From an optimization exercise on the open Yosys and OpenROAD flow, aimed at small area; shortcuts taken in it are not production practice.
In this exercise RTL edits were held to simulation tests only and were not proved equivalent to the original.
Power and IR drop assume default switching activity.

[flow/design.v]
module zr_wave0 (
    input  wire [8:0]  k,
    output reg  [11:0] q
);
    always @(*) begin
        case (k)
            9'd0: q = 12'd0;
            9'd1: q = 12'd25;
            9'd2: q = 12'd50;
            9'd3: q = 12'd75;
            9'd4: q = 12'd100;
            9'd5: q = 12'd126;
            9'd6: q = 12'd151;
            9'd7: q = 12'd176;
            9'd8: q = 12'd201;
            9'd9: q = 12'd226;
            9'd10: q = 12'd251;
            9'd11: q = 12'd276;
            9'd12: q = 12'd301;
            9'd13: q = 12'd326;
            9'd14: q = 12'd351;
            9'd15: q = 12'd376;
            9'd16: q = 12'd401;
            9'd17: q = 12'd426;
            9'd18: q = 12'd451;
            9'd19: q = 12'd476;
            9'd20: q = 12'd501;
            9'd21: q = 12'd526;
            9'd22: q = 12'd551;
            9'd23: q = 12'd576;
            9'd24: q = 12'd601;
            9'd25: q = 12'd626;
            9'd26: q = 12'd651;
            9'd27: q = 12'd675;
            9'd28: q = 12'd700;
            9'd29: q = 12'd725;
            9'd30: q = 12'd750;
            9'd31: q = 12'd774;
            9'd32: q = 12'd799;
            9'd33: q = 12'd824;
            9'd34: q = 12'd848;
            9'd35: q = 12'd873;
            9'd36: q = 12'd897;
            9'd37: q = 12'd922;
            9'd38: q = 12'd946;
            9'd39: q = 12'd971;
            9'd40: q = 12'd995;
            9'd41: q = 12'd1019;
            9'd42: q = 12'd1044;
            9'd43: q = 12'd1068;
            9'd44: q = 12'd1092;
            9'd45: q = 12'd1116;
            9'd46: q = 12'd1141;
            9'd47: q = 12'd1165;
            9'd48: q = 12'd1189;
            9'd49: q = 12'd1213;
            9'd50: q = 12'd1237;
            9'd51: q = 12'd1261;
            9'd52: q = 12'd1285;
            9'd53: q = 12'd1308;
            9'd54: q = 12'd1332;
            9'd55: q = 12'd1356;
            9'd56: q = 12'd1380;
            9'd57: q = 12'd1403;
            9'd58: q = 12'd1427;
            9'd59: q = 12'd1450;
            9'd60: q = 12'd1474;
            9'd61: q = 12'd1497;
            9'd62: q = 12'd1521;
            9'd63: q = 12'd1544;
            9'd64: q = 12'd1567;
            9'd65: q = 12'd1590;
            9'd66: q = 12'd1613;
            9'd67: q = 12'd1636;
            9'd68: q = 12'd1659;
            9'd69: q = 12'd1682;
            9'd70: q = 12'd1705;
            9'd71: q = 12'd1728;
            9'd72: q = 12'd1751;
            9'd73: q = 12'd1774;
            9'd74: q = 12'd1796;
            9'd75: q = 12'd1819;
            9'd76: q = 12'd1841;
            9'd77: q = 12'd1864;
            9'd78: q = 12'd1886;
            9'd79: q = 12'd1908;
            9'd80: q = 12'd1930;
            9'd81: q = 12'd1952;
            9'd82: q = 12'd1975;
            9'd83: q = 12'd1997;
            9'd84: q = 12'd2018;
            9'd85: q = 12'd2040;
            9'd86: q = 12'd2062;
            9'd87: q = 12'd2084;
            9'd88: q = 12'd2105;
            9'd89: q = 12'd2127;
            9'd90: q = 12'd2148;
            9'd91: q = 12'd2170;
            9'd92: q = 12'd2191;
            9'd93: q = 12'd2212;
            9'd94: q = 12'd2233;
            9'd95: q = 12'd2254;
            9'd96: q = 12'd2275;
            9'd97: q = 12'd2296;
            9'd98: q = 12'd2317;
            9'd99: q = 12'd2337;
            9'd100: q = 12'd2358;
            9'd101: q = 12'd2378;
            9'd102: q = 12'd2399;
            9'd103: q = 12'd2419;
            9'd104: q = 12'd2439;
            9'd105: q = 12'd2460;
            9'd106: q = 12'd2480;
            9'd107: q = 12'd2500;
            9'd108: q = 12'd2519;
            9'd109: q = 12'd2539;
            9'd110: q = 12'd2559;
            9'd111: q = 12'd2578;
            9'd112: q = 12'd2598;
            9'd113: q = 12'd2617;
            9'd114: q = 12'd2636;
            9'd115: q = 12'd2656;
            9'd116: q = 12'd2675;
            9'd117: q = 12'd2694;
            9'd118: q = 12'd2713;
            9'd119: q = 12'd2731;
            9'd120: q = 12'd2750;
            9'd121: q = 12'd2769;
            9'd122: q = 12'd2787;
            9'd123: q = 12'd2805;
            9'd124: q = 12'd2824;
            9'd125: q = 12'd2842;
            9'd126: q = 12'd2860;
            9'd127: q = 12'd2878;
            9'd128: q = 12'd2896;
            9'd129: q = 12'd2913;
            9'd130: q = 12'd2931;
            9'd131: q = 12'd2948;
            9'd132: q = 12'd2966;
            9'd133: q = 12'd2983;
            9'd134: q = 12'd3000;
            9'd135: q = 12'd3017;
            9'd136: q = 12'd3034;
            9'd137: q = 12'd3051;
            9'd138: q = 12'd3068;
            9'd139: q = 12'd3084;
            9'd140: q = 12'd3101;
            9'd141: q = 12'd3117;
            9'd142: q = 12'd3133;
            9'd143: q = 12'd3149;
            9'd144: q = 12'd3165;
            9'd145: q = 12'd3181;
            9'd146: q = 12'd3197;
            9'd147: q = 12'd3213;
            9'd148: q = 12'd3228;
            9'd149: q = 12'd3244;
            9'd150: q = 12'd3259;
            9'd151: q = 12'd3274;
            9'd152: q = 12'd3289;
            9'd153: q = 12'd3304;
            9'd154: q = 12'd3319;
            9'd155: q = 12'd3333;
            9'd156: q = 12'd3348;
            9'd157: q = 12'd3362;
            9'd158: q = 12'd3377;
            9'd159: q = 12'd3391;
            9'd160: q = 12'd3405;
            9'd161: q = 12'd3419;
            9'd162: q = 12'd3433;
            9'd163: q = 12'd3446;
            9'd164: q = 12'd3460;
            9'd165: q = 12'd3473;
            9'd166: q = 12'd3486;
            9'd167: q = 12'd3499;
            9'd168: q = 12'd3512;
            9'd169: q = 12'd3525;
            9'd170: q = 12'd3538;
            9'd171: q = 12'd3551;
            9'd172: q = 12'd3563;
            9'd173: q = 12'd3575;
            9'd174: q = 12'd3588;
            9'd175: q = 12'd3600;
            9'd176: q = 12'd3611;
            9'd177: q = 12'd3623;
            9'd178: q = 12'd3635;
            9'd179: q = 12'd3646;
            9'd180: q = 12'd3658;
            9'd181: q = 12'd3669;
            9'd182: q = 12'd3680;
            9'd183: q = 12'd3691;
            9'd184: q = 12'd3702;
            9'd185: q = 12'd3713;
            9'd186: q = 12'd3723;
            9'd187: q = 12'd3733;
            9'd188: q = 12'd3744;
            9'd189: q = 12'd3754;
            9'd190: q = 12'd3764;
            9'd191: q = 12'd3774;
            9'd192: q = 12'd3783;
            9'd193: q = 12'd3793;
            9'd194: q = 12'd3802;
            9'd195: q = 12'd3811;
            9'd196: q = 12'd3821;
            9'd197: q = 12'd3830;
            9'd198: q = 12'd3838;
            9'd199: q = 12'd3847;
            9'd200: q = 12'd3856;
            9'd201: q = 12'd3864;
            9'd202: q = 12'd3872;
            9'd203: q = 12'd3880;
            9'd204: q = 12'd3888;
            9'd205: q = 12'd3896;
            9'd206: q = 12'd3904;
            9'd207: q = 12'd3911;
            9'd208: q = 12'd3919;
            9'd209: q = 12'd3926;
            9'd210: q = 12'd3933;
            9'd211: q = 12'd3940;
            9'd212: q = 12'd3947;
            9'd213: q = 12'd3953;
            9'd214: q = 12'd3960;
            9'd215: q = 12'd3966;
            9'd216: q = 12'd3972;
            9'd217: q = 12'd3978;
            9'd218: q = 12'd3984;
            9'd219: q = 12'd3990;
            9'd220: q = 12'd3996;
            9'd221: q = 12'd4001;
            9'd222: q = 12'd4006;
            9'd223: q = 12'd4011;
            9'd224: q = 12'd4016;
            9'd225: q = 12'd4021;
            9'd226: q = 12'd4026;
            9'd227: q = 12'd4030;
            9'd228: q = 12'd4035;
            9'd229: q = 12'd4039;
            9'd230: q = 12'd4043;
            9'd231: q = 12'd4047;
            9'd232: q = 12'd4051;
            9'd233: q = 12'd4054;
            9'd234: q = 12'd4058;
            9'd235: q = 12'd4061;
            9'd236: q = 12'd4064;
            9'd237: q = 12'd4067;
            9'd238: q = 12'd4070;
            9'd239: q = 12'd4073;
            9'd240: q = 12'd4075;
            9'd241: q = 12'd4078;
            9'd242: q = 12'd4080;
            9'd243: q = 12'd4082;
            9'd244: q = 12'd4084;
            9'd245: q = 12'd4086;
            9'd246: q = 12'd4087;
            9'd247: q = 12'd4089;
            9'd248: q = 12'd4090;
            9'd249: q = 12'd4091;
            9'd250: q = 12'd4092;
            9'd251: q = 12'd4093;
            9'd252: q = 12'd4094;
            9'd253: q = 12'd4094;
            9'd254: q = 12'd4095;
            9'd255: q = 12'd4095;
            9'd256: q = 12'd4095;
            default: q = 12'd0;
        endcase
    end
endmodule
module zr_microseq (
    input  wire        clk,
    input  wire        rst,       
    input  wire        tick,
    input  wire        en,        
    input  wire        halt,      
    input  wire        inv,       
    input  wire [39:0] pos,       
    input  wire [31:0] vel,       
    input  wire [15:0] v1,        
    input  wire [15:0] v2,
    input  wire [15:0] v3,
    input  wire [15:0] v4,
    output reg         done,
    output reg  [2:0]  band,
    output reg  [2:0]  tgt,
    output reg         pend,
    output reg  [9:0]  addr,
    output wire [11:0] mag_a,
    output wire        pol_a,
    output wire [11:0] mag_b,
    output wire        pol_b
);
    reg  [5:0]  cnt;
    reg  [1:0]  st;               
    reg  [39:0] pprev;
    reg  [11:0] magb;
    wire neg  = vel[31];
    wire go   = tick & en & ~halt;
    wire run  = (cnt != 6'd0) | go;
    wire first = (cnt == 6'd0);
    wire       ph_x  = (cnt <= 6'd39);                     
    wire       ph_a  = (cnt >= 6'd48) && (cnt <= 6'd57);   
    wire [5:0] pidx  = ph_a ? {2'b00, cnt[3:0]} : cnt;
    wire       pbit  = pos[pidx];
    wire [3:0] jj    = ph_a ? cnt[3:0] : cnt[3:0];
    wire       offb  = ((ph_a ? (cnt[3:0] == 4'd0) : first) & neg) |
                       (ph_a ? (cnt[3:0] == 4'd7) : (cnt == 6'd7));
    reg        ba, bb, gt;
    reg  [4:1] tk;
    wire       ba0 = ba & ~first & ~(cnt == 6'd48);
    wire       bb0 = bb & ~first & ~(cnt == 6'd48);
    wire       gt0 = gt & ~first & ~(cnt == 6'd48);
    wire       abit = pbit ^ offb ^ ba0;
    wire       ba_n = (~pbit & (offb | ba0)) | (offb & ba0);
    wire       pb   = pprev[0];
    wire       bbit = pb ^ offb ^ bb0;
    wire       bb_n = (~pb & (offb | bb0)) | (offb & bb0);
    wire       dif  = abit ^ bbit;
    wire [3:0] k2    = {band, 1'b0};
    wire       mbit  = (cnt[3:0] < k2) ? 1'b0 : abit;
    wire       addb  = (cnt[3:0] == 4'd7) | (neg & (cnt[3:0] == k2));
    wire [1:0] gsum  = mbit + addb + bb0;
    wire       gbit  = gsum[0];
    wire       obit  = gbit ^ (inv & gt0);
    reg  [2:0]  racc;
    wire [1:0]  vp  = vel[{cnt[3:0], 1'b0} +: 2] ^ {2{neg}};
    wire [2:0]  rprev = first ? 3'd0 : racc;
    wire [4:0]  rsum  = {1'b0, rprev, 1'b0} + {3'd0, vp[0], 1'b0} + {2'd0, vp[1], 2'd0};
    wire [2:0]  rnext = rsum % 5'd7;
    wire [2:0]  rr    = (racc + {2'd0, neg}) % 3'd7;    
    wire        p2   = (cnt >= 6'd13) && (cnt <= 6'd47);
    wire [5:0]  j    = cnt - 6'd13;
    wire        ubit = p2 && (j <= 6'd22) && (vel[j[4:0]] ^ neg);
    wire [13:0] cconst = neg ? 14'd6250 : 14'd3125;    
    wire        cb   = p2 && (j <= 6'd13) && cconst[j[3:0]];
    reg  [10:0] dl;               
    reg  [2:0]  mc;
    wire [3:0]  msum = ubit + dl[1] + dl[3] + dl[4] + dl[9] + dl[10] + cb + mc;
    wire        xr   = msum[0];
    wire [15:0] kv   = 16'd3125 * ({1'b0, rr} + 4'd1);
    wire        kb   = p2 && (j <= 6'd15) && kv[j[3:0]];
    reg  [2:0]  pd;
    reg         kc, pbw;
    wire [1:0]  qsum = pd[2] + kb + kc;
    wire        xs   = qsum[0];
    wire [1:0]  psub = {1'b0, xs} - xr - pbw;
    wire        seen_n;
    reg         seen;
    assign seen_n = p2 & (seen | ubit);
    wire        hi   = cnt[5];    
    wire [3:0]  vi   = cnt[3:0];
    wire [4:1]  vb   = {hi & v4[vi], hi & v3[vi], hi & v2[vi], hi & v1[vi]};
    reg  [4:1]  rch, sty;
    wire [4:1]  rch_n, sty_n;
    genvar gi;
    generate for (gi = 1; gi <= 4; gi = gi + 1) begin : g_trk
        assign rch_n[gi] = p2 & ((xr ^ vb[gi]) ? xr : rch[gi]);
        assign sty_n[gi] = p2 & ((xs ^ vb[gi]) ? xs : sty[gi]);
    end endgenerate
    wire        sat   = neg ? ~&vel[30:22] : |vel[30:22];
    wire [4:1]  never = {v4[15], v3[15], v2[15], v1[15]};
    wire [4:1]  reach = sat ? ~never : rch_n;
    wire [4:1]  stay  = sat ? ~never : sty_n;
    wire        vzero = ~neg & ~sat & ~seen_n;
    reg  [2:0]  tgt_c;
    integer i;
    always @(*) begin
        tgt_c = band;
        if (band < 3'd4 && reach[band + 3'd1]) begin
            for (i = 1; i <= 4; i = i + 1)
                if (i > band && reach[i])
                    tgt_c = i[2:0];
        end else if (band > 3'd0 && !stay[band]) begin
            tgt_c = 3'd0;
            for (i = 1; i <= 4; i = i + 1)
                if (i < band && stay[i])
                    tgt_c = i[2:0];
        end
    end
    wire [2:0] coarse  = (tgt_c > band) ? tgt_c : band;
    wire [4:0] tk_all  = {tk, 1'b1};
    wire       crossed = tk_all[coarse] & (gt == ~neg);
    wire [2:0] band_n  = (tgt_c != band && crossed) ? tgt_c : band;
    wire       restart = ~st[1] | vzero | (st[0] != neg);
    wire cap = (cnt == 6'd58);
    always @(posedge clk) begin
        dl   <= {dl[9:0], ubit};
        mc   <= p2 ? msum[3:1] : 3'd0;
        pd   <= {pd[1:0], p2 & psub[0]};
        kc   <= p2 & qsum[1];
        pbw  <= p2 & psub[1];
        rch  <= rch_n;
        sty  <= sty_n;
        seen <= seen_n;
        if (cnt <= 6'd11) racc <= rnext;
        if (rst) begin
            done <= 1'b0;
            cnt  <= 6'd0;
            st   <= 2'd0;
            band <= 3'd0;
            tgt  <= 3'd0;
            pend <= 1'b0;
        end else begin
            done <= 1'b0;
            if (first && tick && !go) begin
                done <= 1'b1;
                st   <= 2'd0;
                band <= 3'd0;
                tgt  <= 3'd0;
                pend <= 1'b0;
            end
            if (run) cnt <= cap ? 6'd0 : cnt + 6'd1;
            if (cap) done <= 1'b1;
            if (cnt == 6'd47) begin
                if (restart) begin
                    band <= 3'd0;
                    tgt  <= 3'd0;
                    pend <= 1'b0;
                    st   <= (st == 2'd0 || vzero) ? 2'd1 : {1'b1, neg};
                end else begin
                    band <= band_n;
                    tgt  <= tgt_c;
                    pend <= (tgt_c != band_n);
                end
            end
        end
        if (run && (ph_x || ph_a)) begin
            ba <= ba_n;
            bb <= ph_a ? gsum[1] : bb_n;
            gt <= ph_a ? (gt0 | gbit) : (dif ? ((cnt == 6'd39) ? bbit : abit) : gt0);
        end
        if (run && ph_x) begin
            tk[1] <= (tk[1] & ~first) | (dif & (cnt >= 6'd2));
            tk[2] <= (tk[2] & ~first) | (dif & (cnt >= 6'd4));
            tk[3] <= (tk[3] & ~first) | (dif & (cnt >= 6'd6));
            tk[4] <= (tk[4] & ~first) | (dif & (cnt >= 6'd8));
            pprev <= {pbit, pprev[39:1]};
        end
        if (ph_a) addr <= {obit, addr[9:1]};
        if (cap) magb <= qv;
    end
    wire        qsel = addr[8] ^ cap;
    wire [8:0]  kk   = qsel ? (9'd256 - {1'b0, addr[7:0]}) : {1'b0, addr[7:0]};
    wire [11:0] qv;
    zr_wave0 u_tab (.k(kk), .q(qv));
    assign mag_a = qv;
    assign pol_a = addr[9];
    assign mag_b = magb;
    assign pol_b = addr[9] ^ addr[8];
endmodule
[flow/run.sh]
#!/bin/bash
# synth_recipe.tcl (not shown) runs the flow's synth.tcl, then flattens the netlist and writes it again
# the make line also repeats each setting of config.mk as NAME=value (left out here)
make -C /OpenROAD-flow-scripts/flow DESIGN_CONFIG=/design/flow/config.mk WORK_HOME=/design/flow/orfs CLKGATE_MAP_FILE= SYNTH_SCRIPT=/design/flow/synth_recipe.tcl finish
[flow/config.mk]
export PLATFORM = sky130hd
export DESIGN_NAME = zr_microseq
export DESIGN_NICKNAME = zr_microseq
export VERILOG_FILES = /design/flow/design.v
export SDC_FILE = /design/flow/constraint.sdc
export NUM_CORES = 4
export LEC_CHECK = 0
export CAP_MARGIN = 20
export CORE_MARGIN = 2
export CORE_UTILIZATION = 40
export SLEW_MARGIN = 20
export SYNTH_MEMORY_MAX_BITS = 16384
[flow/constraint.sdc]
create_clock -name core_clock -period 50.0 [get_ports {clk}]
set_input_delay 10.0000 -clock core_clock [delete_from_list [all_inputs] [get_ports {clk}]]
set_output_delay 10.0000 -clock core_clock [all_outputs]
set_load 0.01 [all_outputs]
==> notes.md <==
The run finished with no timing, DRC or antenna violations. The run gives 27.2% as the total global routing track utilization. The wire-length estimate of the detail-placed layout is 29100 um. The flip-flop cell with the highest count after synthesis is sky130_fd_sc_hd__edfxtp_1. The logs give 40100 um for the final routed wirelength across all metal layers and 1315 for the number of instances in the synthesized netlist. The number of flops mapped to enable cells by yosys was 72; the worst-case clock skew was 0.00724 ns.

The cell family contributing the most delay on the critical path is compound AO/OA/AOI/OAI gates. The port buffer count was 185; the filler cell count was 2581. The most area-hungry cell type in the Yosys netlist was sky130_fd_sc_hd__edfxtp_1. The insertion delay of the later-clocked pin in the worst-skew pair came out at 0.41 ns. The final setup violation count is 0.

Of the synthesized area, sequential elements account for 26.8%. The proportion of power drawn by combinational gates is 52.9%. Routability-driven placement finished with a final weighted congestion of 0.977. The class of the most critical setup path is in2reg.

The overall overflow remaining after global route is 0, and the share of the core filled with cells in the final layout is 50.7%. Global routing consumed, on the met3 layer, 5.31% of the routing resources. The area enclosed by the die boundary is 29700 um^2. Count of final hold-check violations: 0.

The tree is rooted in a sky130_fd_sc_hd__clkbuf_16. The first TritonRoute pass finished after 6 iterations. The floorplan step set the die width to 172 um.

The worst register-to-register path has a setup slack of 38.52 ns. Per report_power, the clock group accounts for 21.5% of the total. In this run, flip-flops and latches consume 25.6% of the power. Class of the tightest hold or removal check: reg2reg. After detailed routing, the average wire length per cell comes to 21.8 um. STA classifies the critical path endpoint as a register. Summing all multi-input logic gate instances after layout gives 7820 um^2.

Once the clock tree was built, the setup fixing pass inserted 0 buffers. The part of the cycle the worst path needs was 42.3%; the top cell type's share of synthesized area was 19.1%. Leaving out fill and tap cells, the most frequent cells in the layout are 185 x sky130_fd_sc_hd__clkdlybuf4s50_1, 124 x sky130_fd_sc_hd__nor2_1, 115 x sky130_fd_sc_hd__nand2_1. The first global-routing pass estimated 62600 um of wire. The die span in y was 172 um; the number of nets in the layout was 1667.

The run gives 0 as the number of antenna violations at the first check in global routing. The number of nets handed over by synthesis was 1537. The number of buffers and inverters on the critical path is 5.

The switching portion of total power came out at 38.7%. The net switching power figure was 218 uW; the async set-reset flop share out of synthesis was 0%. Timing would allow up to 47.3 MHz. The number of clock buffers inserted by TritonCTS is 17, and the number of storage elements in the synthesis netlist is 116.

The netlist uses 90 different library cells. Dividing the synthesized area by the synthesized cell count gives 8.63 um^2. The warning count from the yosys run came out at 2.

STA classifies the critical path startpoint as a primary input. The run gives 11300 as the via count of the first global-routing pass. The sequential cells in the finished layout cover a total of 3050 um^2. In this run, the number of DRC markers left after iteration 0 of detailed routing was 1506.

Data on the critical path arrives at its endpoint at 21.43 ns. Ranked by total cell area, the synthesized netlist is headed by sky130_fd_sc_hd__edfxtp_1 19%, sky130_fd_sc_hd__dfxtp_1 7.8%, sky130_fd_sc_hd__ha_1 7.6%. 0 antenna diodes ended up in the layout.

After clock tree synthesis, the repair step resized 0 gates. Setup repair after global routing left no endpoint under its margin. Leaving out fill and tap cells, the most frequent cell in the layout is sky130_fd_sc_hd__clkdlybuf4s50_1. The time the worst path needs with I/O delays and setup was 21.15 ns. In the final layout, the share of cells above drive strength 1 is 10.2%. The run gives 61 as the standard-cell row count. In this run the cell area of the synthesized design comes to 11300 um^2. Data on the critical path is required at its endpoint by 50.29 ns. The met1 usage is 33.8%, and the detail-routed via count per cell is 6.33.

After routing, the total negative slack on setup checks comes to 0 ns. Synthesis-to-finish area growth: 24.5%. The area of the core region is 27900 um^2, and the clock-pin transition on the worst setup and hold timing paths is 0.06 ns.

The clock net in this run drives a total of 116 sinks. In the global route stage, met2 resource usage came out at 44.9%. The tools report the quantity of hold-fixing buffers added after cts as 0. TritonCTS built the clock tree.

Maximum cell stage delay along the critical path: 0.86 ns. Final hold analysis gives a worst-case slack of 0.326 ns. The leakage dissipation is 0.00503 uW. The initial utilization of the core area, before any placement, comes to 40.7%. The number of pins exceeding their max-slew limit in the final report was 0. The critical-path cell with the highest stage delay was sky130_fd_sc_hd__a2111oi_1. Cell internal power was estimated by the tool at 346 uW.

The run gives 0.0000512 V as the peak supply drop. The H-tree depth was 4. Max-cap violations in this run came to 0. During I/O placement, the number of pins put on the boundary was 186.

The largest net degree at the start of global routing was 68. The transition at the pin with the smallest max-transition slack was 1.09 ns. Dividing total power by cell area gives a power density of 39.9 nW/um^2.

The worst pin sits at a relative slew slack of 27.3%. The tools report the maximum root-to-sink buffer count as 2. met2 is the most crowded layer. For the number of DRC violations after detailed routing, the log shows 0. For the total number of vias, the log shows 11600.

By instance count, the cell type seen most on the critical path is sky130_fd_sc_hd__ha_1. The detail route stage leaves a number of antenna-violating nets equal to 0. The biggest fanout along the worst timing path was 15.
-- layout make-up --
class / instances / area share (%)
repair buffers: 208 / 14.3
flip-flops and latches: 116 / 21.6
clock buffers: 17 / 3.01
multi-input cells: 1054 / 55.3
inverters: 48 / 1.28
clock inverters: 15 / 1.12
well taps: 378 / 3.35
-- synth_stat cells, drive strengths merged, types with 20 or more instances --
library cell,n
ha,69
xnor2,20
xor2,26
o22ai,20
a31oi,25
edfxtp,72
o21ai,99
dfxtp,44
mux4,37
nor3,31
o211ai,20
inv,45
buf,38
mux2i,29
nand2,115
clkbuf,59
nand3,26
a211oi,25
nor2,125
a21oi,114
-- path summary, 6_finish.rpt --
| check | start | to | depth (start not counted) |
|---|---|---|---|
| worst min-delay path | dl[5]$_DFF_P_ | dl[6]$_DFF_P_ | 0 |
| worst min register to register | dl[5]$_DFF_P_ | dl[6]$_DFF_P_ | 0 |
| worst max-delay path | vel[31] | band[1]$_SDFFE_PP0P_ | 45 |
| worst max register to register | cnt[1]$_SDFFE_PP0P_ | band[1]$_SDFFE_PP0P_ | 33 |
-- routing by layer --
| metal | vias to the layer above | wire, um |
|---|---|---|
| met2 | 757 | 18700 |
| met1 | 5434 | 15800 |
| met4 | 0 | 2000 |
| met3 | 149 | 3570 |
| met5 | - | 0 |
| li1 | 5284 | - |
-- metrics by stage --
stage	instance area, um^2	setup WS [ns]	std cells	power, uW
2_1_floorplan	11300	30.71	1315	370
3_3_place_gp	13500	28.94	1804	442
3_5_place_dp	13500	28.55	1804	445
4_1_cts	14100	28.99	1836	569
5_1_grt	14100	27.85	1836	611
6_report	14100	28.85	1836	564
-- logic make-up (layout without fill, tap and decap cells) --
kind of cell             after synthesis  in the layout  share of synthesized area (%)
AO/OA/AOI/OAI                        450            450                           26.7
flip-flops                           116            116                           26.8
multiplexers                          85             85                           11.8
XOR/XNOR                              46             46                           3.62
buffers and inverters                145            288                           5.35
AND/OR/NAND/NOR                      388            388                           15.7
adder cells (fa/ha/maj)               85             85                           10.0
-- power groups by stage --
stage          logic [uW]  clock network (uW)  registers (uW)
2_1_floorplan         226                   0             144
3_3_place_gp          296                   0             146
3_5_place_dp          299                   0             146
4_1_cts               300                 124             145
5_1_grt               336                 128             147
6_report              298                 121             145
-- flip-flops by register name, indices dropped and copies added (netlist names) --
| signal | cells |
|---|---|
| cnt | 6 |
| rch | 4 |
| done | 1 |
| magb | 12 |
| sty | 4 |
| gt | 1 |
| ba | 1 |
| pprev | 40 |
| pd | 3 |
| band | 3 |
| mc | 3 |
| pend | 1 |
| seen | 1 |
| tk | 4 |
| dl | 11 |
| kc | 1 |
| addr | 10 |
| tgt | 3 |
| bb | 1 |
| st | 2 |
| racc | 3 |
| pbw | 1 |

static timing again, ports no longer ideal:
How much do the figures lean on ideal ports? The routed layout below was timed once more, with nothing changed but the port constraints. Step 1 sets driving cells, clkbuf_16 on the clock port and buf_2 on the other inputs (assumed; they add their load-dependent delay and slew). Step 2 times the ports against the registers' clock, not the clock port: input delays grow and output delays shrink by t, the midpoint of the rising clock arrivals with the driver on. a / b / c = ideal ports / drivers / drivers and shift; a / b = the first two.
t (ns): 0.460
slack for setup (ns): 28.853 / 28.871 / 28.411
hold WS [ns]: 0.326 / 0.326 / 0.326
worst setup path after step 2: input to register
worst register clock-pin slew, ns: 0.07 / 0.07
After both steps setup and hold are still met in this run. For this run, drivers alone change the setup slack by +0.018 ns; drivers and shift together by -0.442 ns.
